Context: an optimization exercise on an open-source flow, tuned for small area, a short achievable clock period and few clock cycles per item. The choices shown serve that exercise and are no tape-out recipe. Function not checked in this run: the RTL went through the layout flow alone.

==> flow/config.mk <==
export PLATFORM = sky130hd
export DESIGN_NAME = aes_core
export DESIGN_NICKNAME = aes_core
export VERILOG_FILES = /design/flow/design.v
export SDC_FILE = /design/flow/constraint.sdc
export NUM_CORES = 8
export LEC_CHECK = 0
export CAP_MARGIN = 30
export CORE_MARGIN = 2
export CORE_UTILIZATION = 30
export SLEW_MARGIN = 30
==> flow/constraint.sdc <==
create_clock -name core_clock -period 12.0 [get_ports {clk}]
set_input_delay 2.4000 -clock core_clock [delete_from_list [all_inputs] [get_ports {clk}]]
set_output_delay 2.4000 -clock core_clock [all_outputs]
set_load 0.01 [all_outputs]
==> flow/design.v <==
module aes_sbox_ed (
    input  wire [7:0] u,
    input  wire       dec,
    output wire [7:0] y
);
    wire L0, L1, L2, L3, L4, L5, L6, L7, L8, L9, L10, L11, L12, L13, L14, L15, L16, L17, L18, L19, L20, L21, L22, L23, L24, L25, L26, L27, L28, L29, M1, M2, M3, M4, M5, M6, M7, M8, M9, M10, M11, M12, M13, M14, M15, M16, M17, M18, M19, M20, M21, M22, M23, M24, M25, M26, M27, M28, M29, M30, M31, M32, M33, M34, M35, M36, M37, M38, M39, M40, M41, M42, M43, M44, M45, M46, M47, M48, M49, M50, M51, M52, M53, M54, M55, M56, M57, M58, M59, M60, M61, M62, M63, T1, T2, T3, T4, T5, T6, T7, T8, T9, T10, T11, T12, T13, T14, T15, T16, T17, T18, T19, T20, T21, T22, T23, T24, T25, T26, T27, U0, U1, U2, U3, U4, U5, U6, U7;
    assign U0 = u[7];
    assign U1 = u[6];
    assign U2 = u[5];
    assign U3 = u[4];
    assign U4 = u[3];
    assign U5 = u[2];
    assign U6 = u[1];
    assign U7 = u[0];
    assign T1 = U0 ^ U3;
    assign T2 = U0 ^ U5;
    assign T3 = U0 ^ U6;
    assign T4 = U3 ^ U5;
    assign T5 = U4 ^ U6;
    assign T6 = T1 ^ T5;
    assign T7 = U1 ^ U2;
    assign T8 = U7 ^ T6;
    assign T9 = U7 ^ T7;
    assign T10 = T6 ^ T7;
    assign T11 = U1 ^ U5;
    assign T12 = U2 ^ U5;
    assign T13 = T3 ^ T4;
    assign T14 = T6 ^ T11;
    assign T15 = T5 ^ T11;
    assign T16 = T5 ^ T12;
    assign T17 = T9 ^ T16;
    assign T18 = U3 ^ U7;
    assign T19 = T7 ^ T18;
    assign T20 = T1 ^ T19;
    assign T21 = U6 ^ U7;
    assign T22 = T7 ^ T21;
    assign T23 = T2 ^ T22;
    assign T24 = T2 ^ T10;
    assign T25 = T20 ^ T17;
    assign T26 = T3 ^ T16;
    assign T27 = T1 ^ T12;
    assign M1 = T13 & T6;
    assign M2 = T23 & T8;
    assign M3 = T14 ^ M1;
    assign M4 = T19 & U7;
    assign M5 = M4 ^ M1;
    assign M6 = T3 & T16;
    assign M7 = T22 & T9;
    assign M8 = T26 ^ M6;
    assign M9 = T20 & T17;
    assign M10 = M9 ^ M6;
    assign M11 = T1 & T15;
    assign M12 = T4 & T27;
    assign M13 = M12 ^ M11;
    assign M14 = T2 & T10;
    assign M15 = M14 ^ M11;
    assign M16 = M3 ^ M2;
    assign M17 = M5 ^ T24;
    assign M18 = M8 ^ M7;
    assign M19 = M10 ^ M15;
    assign M20 = M16 ^ M13;
    assign M21 = M17 ^ M15;
    assign M22 = M18 ^ M13;
    assign M23 = M19 ^ T25;
    assign M24 = M22 ^ M23;
    assign M25 = M22 & M20;
    assign M26 = M21 ^ M25;
    assign M27 = M20 ^ M21;
    assign M28 = M23 ^ M25;
    assign M29 = M28 & M27;
    assign M30 = M26 & M24;
    assign M31 = M20 & M23;
    assign M32 = M27 & M31;
    assign M33 = M27 ^ M25;
    assign M34 = M21 & M22;
    assign M35 = M24 & M34;
    assign M36 = M24 ^ M25;
    assign M37 = M21 ^ M29;
    assign M38 = M32 ^ M33;
    assign M39 = M23 ^ M30;
    assign M40 = M35 ^ M36;
    assign M41 = M38 ^ M40;
    assign M42 = M37 ^ M39;
    assign M43 = M37 ^ M38;
    assign M44 = M39 ^ M40;
    assign M45 = M42 ^ M41;
    assign M46 = M44 & T6;
    assign M47 = M40 & T8;
    assign M48 = M39 & U7;
    assign M49 = M43 & T16;
    assign M50 = M38 & T9;
    assign M51 = M37 & T17;
    assign M52 = M42 & T15;
    assign M53 = M45 & T27;
    assign M54 = M41 & T10;
    assign M55 = M44 & T13;
    assign M56 = M40 & T23;
    assign M57 = M39 & T19;
    assign M58 = M43 & T3;
    assign M59 = M38 & T22;
    assign M60 = M37 & T20;
    assign M61 = M42 & T1;
    assign M62 = M45 & T4;
    assign M63 = M41 & T2;
    assign L0 = M61 ^ M62;
    assign L1 = M50 ^ M56;
    assign L2 = M46 ^ M48;
    assign L3 = M47 ^ M55;
    assign L4 = M54 ^ M58;
    assign L5 = M49 ^ M61;
    assign L6 = M62 ^ L5;
    assign L7 = M46 ^ L3;
    assign L8 = M51 ^ M59;
    assign L9 = M52 ^ M53;
    assign L10 = M53 ^ L4;
    assign L11 = M60 ^ L2;
    assign L12 = M48 ^ M51;
    assign L13 = M50 ^ L0;
    assign L14 = M52 ^ M61;
    assign L15 = M55 ^ L1;
    assign L16 = M56 ^ L0;
    assign L17 = M57 ^ L1;
    assign L18 = M58 ^ L8;
    assign L19 = M63 ^ L4;
    assign L20 = L0 ^ L1;
    assign L21 = L1 ^ L7;
    assign L22 = L3 ^ L12;
    assign L23 = L18 ^ L2;
    assign L24 = L15 ^ L9;
    assign L25 = L6 ^ L10;
    assign L26 = L7 ^ L9;
    assign L27 = L8 ^ L10;
    assign L28 = L11 ^ L14;
    assign L29 = L11 ^ L17;
    wire [7:0] yf;
    assign yf[7] = L6 ^ L24;
    assign yf[6] = ~(L16 ^ L26);
    assign yf[5] = ~(L19 ^ L28);
    assign yf[4] = L6 ^ L21;
    assign yf[3] = L20 ^ L22;
    assign yf[2] = L25 ^ L29;
    assign yf[1] = ~(L13 ^ L27);
    assign yf[0] = ~(L6 ^ L23);
    wire [7:0] yi;
    assign yi[7] = M49 ^ M51 ^ M52 ^ M54 ^ M58 ^ M59 ^ M61 ^ M62;
    assign yi[6] = M47 ^ M48 ^ M49 ^ M50 ^ M52 ^ M54 ^ M55 ^ M56 ^ M59 ^ M60 ^ M61 ^ M63;
    assign yi[5] = M47 ^ M48 ^ M49 ^ M50 ^ M52 ^ M54 ^ M56 ^ M57 ^ M58 ^ M60 ^ M61 ^ M62;
    assign yi[4] = M46 ^ M48 ^ M52 ^ M54 ^ M58 ^ M59 ^ M61 ^ M62;
    assign yi[3] = M46 ^ M48 ^ M50 ^ M51 ^ M52 ^ M53 ^ M56 ^ M57 ^ M58 ^ M59 ^ M61 ^ M63;
    assign yi[2] = M46 ^ M47 ^ M50 ^ M51 ^ M52 ^ M54 ^ M58 ^ M59 ^ M61 ^ M62;
    assign yi[1] = M49 ^ M50 ^ M52 ^ M53 ^ M58 ^ M59 ^ M61 ^ M62;
    assign yi[0] = M55 ^ M57 ^ M61 ^ M63;
    assign y = dec ? yi : yf;
endmodule
module aes_sbox_f (
    input  wire [7:0] u,
    output wire [7:0] y
);
    wire L0, L1, L2, L3, L4, L5, L6, L7, L8, L9, L10, L11, L12, L13, L14, L15, L16, L17, L18, L19, L20, L21, L22, L23, L24, L25, L26, L27, L28, L29, M1, M2, M3, M4, M5, M6, M7, M8, M9, M10, M11, M12, M13, M14, M15, M16, M17, M18, M19, M20, M21, M22, M23, M24, M25, M26, M27, M28, M29, M30, M31, M32, M33, M34, M35, M36, M37, M38, M39, M40, M41, M42, M43, M44, M45, M46, M47, M48, M49, M50, M51, M52, M53, M54, M55, M56, M57, M58, M59, M60, M61, M62, M63, T1, T2, T3, T4, T5, T6, T7, T8, T9, T10, T11, T12, T13, T14, T15, T16, T17, T18, T19, T20, T21, T22, T23, T24, T25, T26, T27, U0, U1, U2, U3, U4, U5, U6, U7;
    assign U0 = u[7];
    assign U1 = u[6];
    assign U2 = u[5];
    assign U3 = u[4];
    assign U4 = u[3];
    assign U5 = u[2];
    assign U6 = u[1];
    assign U7 = u[0];
    assign T1 = U0 ^ U3;
    assign T2 = U0 ^ U5;
    assign T3 = U0 ^ U6;
    assign T4 = U3 ^ U5;
    assign T5 = U4 ^ U6;
    assign T6 = T1 ^ T5;
    assign T7 = U1 ^ U2;
    assign T8 = U7 ^ T6;
    assign T9 = U7 ^ T7;
    assign T10 = T6 ^ T7;
    assign T11 = U1 ^ U5;
    assign T12 = U2 ^ U5;
    assign T13 = T3 ^ T4;
    assign T14 = T6 ^ T11;
    assign T15 = T5 ^ T11;
    assign T16 = T5 ^ T12;
    assign T17 = T9 ^ T16;
    assign T18 = U3 ^ U7;
    assign T19 = T7 ^ T18;
    assign T20 = T1 ^ T19;
    assign T21 = U6 ^ U7;
    assign T22 = T7 ^ T21;
    assign T23 = T2 ^ T22;
    assign T24 = T2 ^ T10;
    assign T25 = T20 ^ T17;
    assign T26 = T3 ^ T16;
    assign T27 = T1 ^ T12;
    assign M1 = T13 & T6;
    assign M2 = T23 & T8;
    assign M3 = T14 ^ M1;
    assign M4 = T19 & U7;
    assign M5 = M4 ^ M1;
    assign M6 = T3 & T16;
    assign M7 = T22 & T9;
    assign M8 = T26 ^ M6;
    assign M9 = T20 & T17;
    assign M10 = M9 ^ M6;
    assign M11 = T1 & T15;
    assign M12 = T4 & T27;
    assign M13 = M12 ^ M11;
    assign M14 = T2 & T10;
    assign M15 = M14 ^ M11;
    assign M16 = M3 ^ M2;
    assign M17 = M5 ^ T24;
    assign M18 = M8 ^ M7;
    assign M19 = M10 ^ M15;
    assign M20 = M16 ^ M13;
    assign M21 = M17 ^ M15;
    assign M22 = M18 ^ M13;
    assign M23 = M19 ^ T25;
    assign M24 = M22 ^ M23;
    assign M25 = M22 & M20;
    assign M26 = M21 ^ M25;
    assign M27 = M20 ^ M21;
    assign M28 = M23 ^ M25;
    assign M29 = M28 & M27;
    assign M30 = M26 & M24;
    assign M31 = M20 & M23;
    assign M32 = M27 & M31;
    assign M33 = M27 ^ M25;
    assign M34 = M21 & M22;
    assign M35 = M24 & M34;
    assign M36 = M24 ^ M25;
    assign M37 = M21 ^ M29;
    assign M38 = M32 ^ M33;
    assign M39 = M23 ^ M30;
    assign M40 = M35 ^ M36;
    assign M41 = M38 ^ M40;
    assign M42 = M37 ^ M39;
    assign M43 = M37 ^ M38;
    assign M44 = M39 ^ M40;
    assign M45 = M42 ^ M41;
    assign M46 = M44 & T6;
    assign M47 = M40 & T8;
    assign M48 = M39 & U7;
    assign M49 = M43 & T16;
    assign M50 = M38 & T9;
    assign M51 = M37 & T17;
    assign M52 = M42 & T15;
    assign M53 = M45 & T27;
    assign M54 = M41 & T10;
    assign M55 = M44 & T13;
    assign M56 = M40 & T23;
    assign M57 = M39 & T19;
    assign M58 = M43 & T3;
    assign M59 = M38 & T22;
    assign M60 = M37 & T20;
    assign M61 = M42 & T1;
    assign M62 = M45 & T4;
    assign M63 = M41 & T2;
    assign L0 = M61 ^ M62;
    assign L1 = M50 ^ M56;
    assign L2 = M46 ^ M48;
    assign L3 = M47 ^ M55;
    assign L4 = M54 ^ M58;
    assign L5 = M49 ^ M61;
    assign L6 = M62 ^ L5;
    assign L7 = M46 ^ L3;
    assign L8 = M51 ^ M59;
    assign L9 = M52 ^ M53;
    assign L10 = M53 ^ L4;
    assign L11 = M60 ^ L2;
    assign L12 = M48 ^ M51;
    assign L13 = M50 ^ L0;
    assign L14 = M52 ^ M61;
    assign L15 = M55 ^ L1;
    assign L16 = M56 ^ L0;
    assign L17 = M57 ^ L1;
    assign L18 = M58 ^ L8;
    assign L19 = M63 ^ L4;
    assign L20 = L0 ^ L1;
    assign L21 = L1 ^ L7;
    assign L22 = L3 ^ L12;
    assign L23 = L18 ^ L2;
    assign L24 = L15 ^ L9;
    assign L25 = L6 ^ L10;
    assign L26 = L7 ^ L9;
    assign L27 = L8 ^ L10;
    assign L28 = L11 ^ L14;
    assign L29 = L11 ^ L17;
    wire [7:0] yf;
    assign yf[7] = L6 ^ L24;
    assign yf[6] = ~(L16 ^ L26);
    assign yf[5] = ~(L19 ^ L28);
    assign yf[4] = L6 ^ L21;
    assign yf[3] = L20 ^ L22;
    assign yf[2] = L25 ^ L29;
    assign yf[1] = ~(L13 ^ L27);
    assign yf[0] = ~(L6 ^ L23);
    assign y = yf;
endmodule
module aes_core (
    input  wire         clk,
    input  wire         rst,          
    input  wire         key_load,     
    input  wire         key_len256,   
    input  wire [255:0] key_in,
    input  wire         start,        
    input  wire         decrypt,      
    input  wire [127:0] din,
    output wire         ready,
    output reg          done,         
    output wire [127:0] dout
);
    function automatic [7:0] xtime(input [7:0] b);
        xtime = {b[6:0], 1'b0} ^ (b[7] ? 8'h1b : 8'h00);
    endfunction
    function automatic [31:0] mix_col(input [31:0] c);
        reg [7:0] a0, a1, a2, a3, t;
        begin
            a0 = c[31:24]; a1 = c[23:16]; a2 = c[15:8]; a3 = c[7:0];
            t = a0 ^ a1 ^ a2 ^ a3;
            mix_col[31:24] = a0 ^ t ^ xtime(a0 ^ a1);
            mix_col[23:16] = a1 ^ t ^ xtime(a1 ^ a2);
            mix_col[15:8]  = a2 ^ t ^ xtime(a2 ^ a3);
            mix_col[7:0]   = a3 ^ t ^ xtime(a3 ^ a0);
        end
    endfunction
    function automatic [31:0] pre_inv(input [31:0] c);
        reg [7:0] a0, a1, a2, a3, u, v;
        begin
            a0 = c[31:24]; a1 = c[23:16]; a2 = c[15:8]; a3 = c[7:0];
            u = xtime(xtime(a0 ^ a2));
            v = xtime(xtime(a1 ^ a3));
            pre_inv = {a0 ^ u, a1 ^ v, a2 ^ u, a3 ^ v};
        end
    endfunction
    function automatic [127:0] shift_rows(input [127:0] s);
        integer i;
        begin
            for (i = 0; i < 16; i = i + 1)
                shift_rows[127 - 8*i -: 8] = s[127 - 8*(4 * (((i / 4) + (i % 4)) % 4) + (i % 4)) -: 8];
        end
    endfunction
    function automatic [127:0] inv_shift_rows(input [127:0] s);
        integer i;
        begin
            for (i = 0; i < 16; i = i + 1)
                inv_shift_rows[127 - 8*i -: 8] = s[127 - 8*(4 * (((i / 4) + 4 - (i % 4)) % 4) + (i % 4)) -: 8];
        end
    endfunction
    function automatic [127:0] inv_aff(input [127:0] s);
        integer i;
        reg [7:0] b;
        begin
            for (i = 0; i < 16; i = i + 1) begin
                b = s[127 - 8*i -: 8];
                inv_aff[127 - 8*i -: 8] = {b[6:0], b[7]} ^ {b[4:0], b[7:5]} ^ {b[1:0], b[7:2]} ^ 8'h05;
            end
        end
    endfunction
    function automatic [7:0] rcon_of(input [3:0] i);
        case (i)
            4'd1:    rcon_of = 8'h01;
            4'd2:    rcon_of = 8'h02;
            4'd3:    rcon_of = 8'h04;
            4'd4:    rcon_of = 8'h08;
            4'd5:    rcon_of = 8'h10;
            4'd6:    rcon_of = 8'h20;
            4'd7:    rcon_of = 8'h40;
            4'd8:    rcon_of = 8'h80;
            4'd9:    rcon_of = 8'h1b;
            4'd10:   rcon_of = 8'h36;
            default: rcon_of = 8'h00;
        endcase
    endfunction
    reg  [255:0] k0;           
    reg  [255:0] klast;        
    reg          kl_valid;     
    reg          cur_k256;     
    reg          sreg;         
    reg          preg;         
    reg          dreg;
    reg  [127:0] din_r;
    reg          ready_r;
    reg  [127:0] dout_r;
    reg          v0, d0, k2560, x0, p0, c0;
    reg  [3:0]   r0;
    reg  [127:0] s0;
    reg  [255:0] w0;
    reg          v1, d1, k2561, x1, p1, c1, l1;
    reg          kdec1, krot1, dnl1;
    reg  [3:0]   r1;
    reg  [7:0]   rcon1;
    reg  [127:0] m1;           
    reg  [255:0] w1;
    reg  [31:0]  km1;          
    assign dout  = dout_r;
    assign ready = ready_r;
    wire [127:0] sb_a;
    genvar gi;
    generate
        for (gi = 0; gi < 16; gi = gi + 1) begin : g_a
            aes_sbox_ed u_sa (
                .u   (s0[127 - 8*gi -: 8]),
                .dec (d0),
                .y   (sb_a[127 - 8*gi -: 8])
            );
        end
    endgenerate
    wire [127:0] m_a = sb_a ^ (d0 ? w0[127:0] : 128'h0);
    wire        kdec_a = d0 && !x0;                  
    wire [31:0] ks_in  = w0[31:0] ^ ((kdec_a && !k2560) ? w0[63:32] : 32'h0);
    wire [31:0] km_a;
    generate
        for (gi = 0; gi < 4; gi = gi + 1) begin : g_ka
            aes_sbox_f u_ka (
                .u (ks_in[31 - 8*gi -: 8]),
                .y (km_a[31 - 8*gi -: 8])
            );
        end
    endgenerate
    wire [3:0] r_next = r0 + 4'd1;
    wire       l_next = (r_next == (k2560 ? 4'd14 : 4'd10));
    wire       krot_a = !k2560 || r_next[0];
    reg  [3:0] rci;
    always @(*) begin
        case ({k2560, kdec_a})
            2'b00:   rci = r_next + 4'd1;                 
            2'b10:   rci = (r_next + 4'd1) >> 1;          
            2'b01:   rci = 4'd10 - r_next;                
            default: rci = (4'd15 - r_next) >> 1;         
        endcase
    end
    wire [31:0]  kg = krot1 ? ({km1[23:0], km1[31:24]} ^ {rcon1, 24'h0}) : km1;
    wire [127:0] ka = k2561 ? w1[255:128] : w1[127:0];
    wire [31:0]  ka0 = ka[127:96], ka1 = ka[95:64], ka2 = ka[63:32], ka3 = ka[31:0];
    wire [127:0] kn = kdec1 ? {ka0 ^ kg, ka1 ^ ka0, ka2 ^ ka1, ka3 ^ ka2}
                            : {ka0 ^ kg, ka0 ^ ka1 ^ kg, ka0 ^ ka1 ^ ka2 ^ kg, ka0 ^ ka1 ^ ka2 ^ ka3 ^ kg};
    wire [255:0] wn = {w1[127:0], kn};
    wire [127:0] rk = w1[127:0];               
    wire [127:0] tp, tm;
    generate
        for (gi = 0; gi < 4; gi = gi + 1) begin : g_mix
            assign tp[127 - 32*gi -: 32] = pre_inv(m1[127 - 32*gi -: 32]);
        end
    endgenerate
    wire [127:0] u  = dnl1 ? tp : m1;
    generate
        for (gi = 0; gi < 4; gi = gi + 1) begin : g_mix2
            assign tm[127 - 32*gi -: 32] = mix_col(u[127 - 32*gi -: 32]);
        end
    endgenerate
    wire [127:0] vv = l1 ? u : tm;
    wire [127:0] y  = vv ^ (d1 ? 128'h0 : rk);
    function automatic [127:0] to_a(input [127:0] x, input dec);
        to_a = dec ? inv_aff(inv_shift_rows(x)) : shift_rows(x);
    endfunction
    wire [127:0] ya = to_a(y, d1);
    wire fin      = v1 && l1 && !p1;             
    wire res      = fin && !x1;                  
    wire expdone  = fin && x1;                   
    wire prepdone = v1 && p1;                    
    wire park     = sreg && dreg && !kl_valid;   
    wire acc_k    = key_load && ready_r && !rst;
    wire acc_s    = start && ready_r && !rst;
    wire clr_cap  = acc_k || park;
    wire capture  = res && !d1 && c1 && !clr_cap;
    wire [255:0] kl_new = {w1[127:0], w1[255:128]};
    wire [255:0] wnew = (dreg && kl_valid) ? klast : k0;
    reg          v0n, d0n, k0n, x0n, p0n, c0n;
    reg  [3:0]   r0n;
    always @(*) begin
        if (sreg) begin
            v0n = 1'b1; d0n = dreg; k0n = cur_k256; x0n = park; p0n = 1'b0;
            c0n = !dreg && !kl_valid && !acc_k; r0n = 4'd0;
        end else if (preg) begin
            v0n = 1'b1; d0n = 1'b0; k0n = 1'b0; x0n = 1'b0; p0n = 1'b1;
            c0n = 1'b0; r0n = 4'd15;
        end else if (expdone) begin
            v0n = 1'b1; d0n = 1'b1; k0n = k2561; x0n = 1'b0; p0n = 1'b0;
            c0n = 1'b0; r0n = 4'd0;
        end else begin
            v0n = v1 && !l1 && !p1; d0n = d1; k0n = k2561; x0n = x1; p0n = p1;
            c0n = c1 && !clr_cap; r0n = r1;
        end
        if (rst) v0n = 1'b0;
    end
    wire v1n   = v0 && !rst;
    wire sregn = acc_s;
    wire pregn = acc_k && !key_len256;
    wire klvn  = !(rst || acc_k || park) && (kl_valid || capture || expdone);
    wire k256n = acc_k ? key_len256 : cur_k256;
    wire [3:0] rnn   = r0n + 4'd1;
    wire slotfree_n  = !v0n || ((rnn == (k0n ? 4'd14 : 4'd10)) && !x0n && !p0n);
    wire pend_n      = (v0n && x0n) || (v1n && x0);
    wire park_n      = sregn && decrypt && !klvn;
    wire prep_n      = pregn || (v0n && p0n);
    wire order_n     = v1n && !l_next && (k2560 != k256n);
    always @(posedge clk) begin
        sreg    <= sregn;
        preg    <= pregn;
        dreg    <= decrypt;
        din_r   <= din;
        ready_r <= slotfree_n && !pend_n && !park_n && !prep_n && !order_n;
        if (acc_k) begin
            k0       <= key_len256 ? key_in : {key_in[255:128], key_in[255:128]};
            cur_k256 <= key_len256;
        end else if (prepdone) begin
            k0[127:0] <= kn;
        end
        kl_valid <= klvn;
        v1    <= v1n;
        d1    <= d0;
        k2561 <= k2560;
        x1    <= x0;
        p1    <= p0;
        c1    <= c0 && !clr_cap;
        r1    <= r_next;
        l1    <= l_next;
        kdec1 <= kdec_a;
        krot1 <= krot_a;
        rcon1 <= rcon_of(rci);
        dnl1  <= d0 && !l_next;
        m1    <= m_a;
        km1   <= km_a;
        w1    <= w0;
        dout_r <= y;
        done   <= res && !rst;
        v0     <= v0n;
        d0     <= d0n;
        k2560  <= k0n;
        x0     <= x0n;
        p0     <= p0n;
        c0     <= c0n;
        r0     <= r0n;
        if (sreg || expdone)
            s0 <= to_a(sreg ? (din_r ^ wnew[255:128]) : (klast[127:0] ^ rk), sreg ? dreg : 1'b1);
        else
            s0 <= ya;
        if (sreg) begin
            w0 <= wnew;
        end else if (preg) begin
            w0 <= k0;
        end else if (expdone) begin
            w0 <= kl_new;
        end else begin
            w0 <= wn;
        end
        if (park) begin
            klast[127:0] <= din_r;
        end else if (capture || expdone) begin
            klast <= kl_new;
        end
    end
endmodule
==> flow/flow/run.sh <==
#!/bin/bash
# Layout flow: the standard flow (standard synthesis, floorplan, placement,
# CTS, routing) unchanged, except that timing repair aims for a setup slack of
# SETUP_SLACK_MARGIN ns (from flow/margin) instead of 0 against the 12 ns clock,
# so that the tools size and buffer the design for a shorter period.
set -euo pipefail
MARGIN=$(cat flow/margin)
echo "setup margin $MARGIN" > run.log
bash standard.sh SETUP_SLACK_MARGIN="$MARGIN" finish > standard.log 2>&1
echo "done" >> run.log
==> flow/flow/margin <==
8
==> flow/standard.sh <==
#!/bin/bash
# synth_recipe.tcl (not shown) runs the flow's synth.tcl, then flattens the netlist and writes it again
# the make line also repeats each setting of config.mk as NAME=value (left out here)
make -C /OpenROAD-flow-scripts/flow DESIGN_CONFIG=/design/flow/config.mk WORK_HOME=/design/flow/orfs CLKGATE_MAP_FILE= SYNTH_SCRIPT=/design/flow/synth_recipe.tcl "${@:-finish}"
==> run_results.csv <==
group,metric,value,unit
outcome,outcome,"timing/DRC/antenna clean",
floorplanning,start_util,30.2,%
yosys,yosysTopAreaCellShare,18.9,%
timing,tightest_slew,1.32,ns
finish,drive_above_1_share,29.8,%
yosys,yosys_warnings,1,
routing,via_per_inst,5.46,
worst_setup_path,startpoint_type,"flip-flop",
clock_tree,numCtsBuffers,182,
clock_tree,hold_buffers,0,
floorplanning,chipWidth,627,um
worst_setup_path,worstPathRequired,12.74,ns
global_routing,grt_pass1_wl,757,mm
yosys,synthFlopType,"dfxtp_1",
global_routing,antenna_found_initial,76,
finish,fill_cells,35800,
global_routing,grt_max_degree,166,
timing,fin_crit_sh,39.4,%
clock_tree,tritoncts,"done",
routing,drt_iter0_drc,14600,
yosys,ys_seq_area_share,32.0,%
worst_setup_path,arrival,5.47,ns
finish,multi_input_area,93500,um2
worst_setup_path,cpPeakStageDelay,0.38,ns
clock_tree,clkSinkCount,1607,
placement,dp_cells,18400,
timing,hold_viol,0,
yosys,yosysTopAreaCell,"xnor2_1",
timing,fin_crit,4.72,ns
routing,avgRoutedWirePerCell,27.4,um
clock_tree,insertion_delay,0.93,ns
global_routing,grt_usage,26.5,%
routing,routed_wl,556,mm
floorplanning,fp.dieH,627,um
yosys,synth_nets,13700,
yosys,syn_area_per_cell,8.79,um2
floorplanning,ios,520,
timing,whs,0.314,ns
finish,syn2layout_area_growth,42.5,%
hold_path,min-delay-path-class,"flip-flop to flip-flop",
yosys,ys_seq_elements,1607,
worst_setup_path,worst_setup_path_end_kind,"flip-flop",
timing,fin_skew,0.113,ns
global_routing,grt_pass1_vias,102000,
finish,stdcell_count,20300,
yosys,synth_enable_flop_cells,512,
global_routing,overflow,0,
timing,worst_slack,7.28,ns
yosys,netlist_top_cells_area,"xnor2_1, dfxtp_1, edfxtp_1, xor2_1, a21oi_1",
worst_setup_path,cp_max_fo,6,
placement,port_buffers,519,
routing,drtPass1Iterations,7,
yosys,synth_cell_type_count,135,
clock_tree,path_clk_slew,0.06,ns
routing,num_vias,111000,
placement,preCtsSetupSlack,4.79,ns
placement,routabilityCongestion,1.01,
clock_tree,cts_buffer_depth,4,
floorplanning,fp.coreArea,386000,um2
yosys,synth_area,116000,um2
worst_setup_path,crit_path_cell_trace,"buf_12 > buf_12 > clkbuf_16 > and4bb_2 > xnor2_4 > buf_4 > xor2_2 > ha_1 > xnor2_2 > xnor2_2 > buf_4 > buf_12 > xor2_4 > nand2_2 > nand2_2 > a31oi_1 > o221ai_2 > xor2_2 > xor2_2 > xnor2_1",
finish,fin_nets,15400,
placement,dpl.hpwl,394,mm
clock_tree,htreeDepth,4,
routing,ant_nets,0,
timing,slew_viol_final,0,
worst_setup_path,setup.worst_path.class,"flip-flop to flip-flop",
timing,rsz0062_at_grt,"true",
clock_tree,cts_root_buf,"clkbuf_16",
yosys,synthCells,13200,
timing,relSlewSlack,11.1,%
worst_setup_path,cp_slowest_cell,"dfxtp_4",
timing,setup_violations,0,
finish,regArea,38000,um2
timing,tns,0,ns
floorplanning,dieArea,393000,um2
floorplanning,fp-row-count,228,
timing,fmax,212,MHz
yosys,async_reset_ff_share,0,%
routing,drc,0,
worst_setup_path,reg2reg_slack,7.28,ns
job,maxCapViolCount,0,
cell usage after synthesis, types with 110 or more instances:
cell / number
o211ai_1: 120
xnor3_1: 110
xnor2_1: 2519
inv_1: 148
nand3_1: 136
xor2_1: 1000
clkbuf_1: 561
edfxtp_1: 512
nor2_1: 1095
mux2i_1: 369
a21oi_1: 1107
a22oi_1: 179
nand2_1: 1226
o21ai_0: 730
nor3_1: 129
a211oi_1: 373
dfxtp_1: 1095
nor2b_1: 362
registers in the layout (all words and copies together), names as in the netlist, 4 cells and up:
| register | count |
|---|---|
| dout_r | 128 |
| w1 | 256 |
| r0 | 4 |
| din_r | 128 |
| r1 | 4 |
| k0 | 256 |
| s0 | 128 |
| rcon1 | 8 |
| klast | 256 |
| m1 | 128 |
| km1 | 32 |
| w0 | 256 |
metrics by stage:
stage	cell area, um2	utilization [%]
2_1_floorplan	120000	-
3_3_place_gp	130000	33.7
3_5_place_dp	130000	33.8
4_1_cts	156000	40.5
5_1_grt	166000	43.0
6_report	166000	43.0
worst paths after layout:
kind | startpoint | to | cells past startpoint
hold reg to reg | w0[190]$_DFF_P_ | w1[190]$_DFF_P_ | 0
setup / recovery | d0$_DFF_P_ | km1[4]$_DFF_P_ | 20
setup reg to reg | d0$_DFF_P_ | km1[4]$_DFF_P_ | 20
hold / removal | w0[190]$_DFF_P_ | w1[190]$_DFF_P_ | 0
layer usage:
metal | routed length (um) | GRT usage [%]
met1 | 218000 | 34.9
met4 | 51400 | 19.2
met2 | 232000 | 38.7
met3 | 54900 | 4.88
met5 | 122 | 0
critical path: cells and delay by family (launching register included):
| family | cells | cell delay [ns] |
|---|---|---|
| buf+inv | 6 | 0.92 |
| xor+xnor | 8 | 1.98 |
| flops | 1 | 0.38 |
| fa+ha+maj | 1 | 0.32 |
| compound gates | 2 | 0.40 |
| simple gates | 3 | 0.52 |
layout make-up:
cell class | count | share of cell area, %
timing repair inverter | 1 | 0.00302
tap | 5175 | 3.90
inverter | 148 | 0.341
multi-input combinational | 10700 | 56.4
timing repair buffer | 2266 | 12.8
sequential | 1607 | 22.9
clock buffer | 229 | 3.02
clock inverter | 98 | 0.663
antenna | 27 | 0.0407
kinds of logic after synthesis:
kind of cell               Yosys count  synth area share [%]
xor gates and xnor gates          3761                  30.8
and+or+nand+nor                   3336                  13.0
AOI/OAI and AO/OA                 3148                  16.9
DFF                               1607                  32.0
buffers and inverters              933                  3.17
muxes                              396                  3.44
adders and majority gates           66                 0.669
cells in the final DEF (no fill, tap or decap), types with 120 or more instances in the layout:
cell and instances:
mux2i_1 335, a211oi_1 313, edfxtp_1 512, xnor2_4 294, dfxtp_4 155, o21ai_0 574
o211ai_1 120, a21oi_1 968, xor2_2 191, dfxtp_1 870, buf_4 1367, nor2b_1 348
buf_6 213, xor2_4 129, clkbuf_16 193, xnor2_1 1908, clkdlybuf4s50_1 386, nor2_1 973
xnor2_2 405, nand2_1 1147, a22oi_1 165, xor2_1 701, inv_1 126
what timing repair did:
item                       in CTS  in global routing
setup buffers                1064                455
setup endpoints to repair     977                367
pin swaps                     815                685
resized for setup            2119                950
cloned                         38                  7

afterwards: timing with drivers on the ports:
The flow's constraints put no driver on any port. The routed layout listed below was extracted and timed again, unchanged, in two steps. Step 1: set_driving_cell puts a clkbuf_16 on clk and a buf_2 on each other input, an assumption about the parent block. Step 2 also shifts input and output timing later by t, the mid clock arrival at the registers, as if the neighbouring blocks saw the same clock. a / b / c = ideal / step 1 / step 2; a / b = the first two.
t, ns: 0.980
setup WS [ns]: 7.277 / 7.277 / 7.000
clock arrival spread, ns: 0.116 / 0.115
worst register clock-pin slew, ns: 0.07 / 0.07
pins driven straight from the clock port: 1
After both steps setup and hold are still met in this run. For this run, drivers alone change the setup slack by 0.000 ns; drivers and shift together by -0.277 ns.
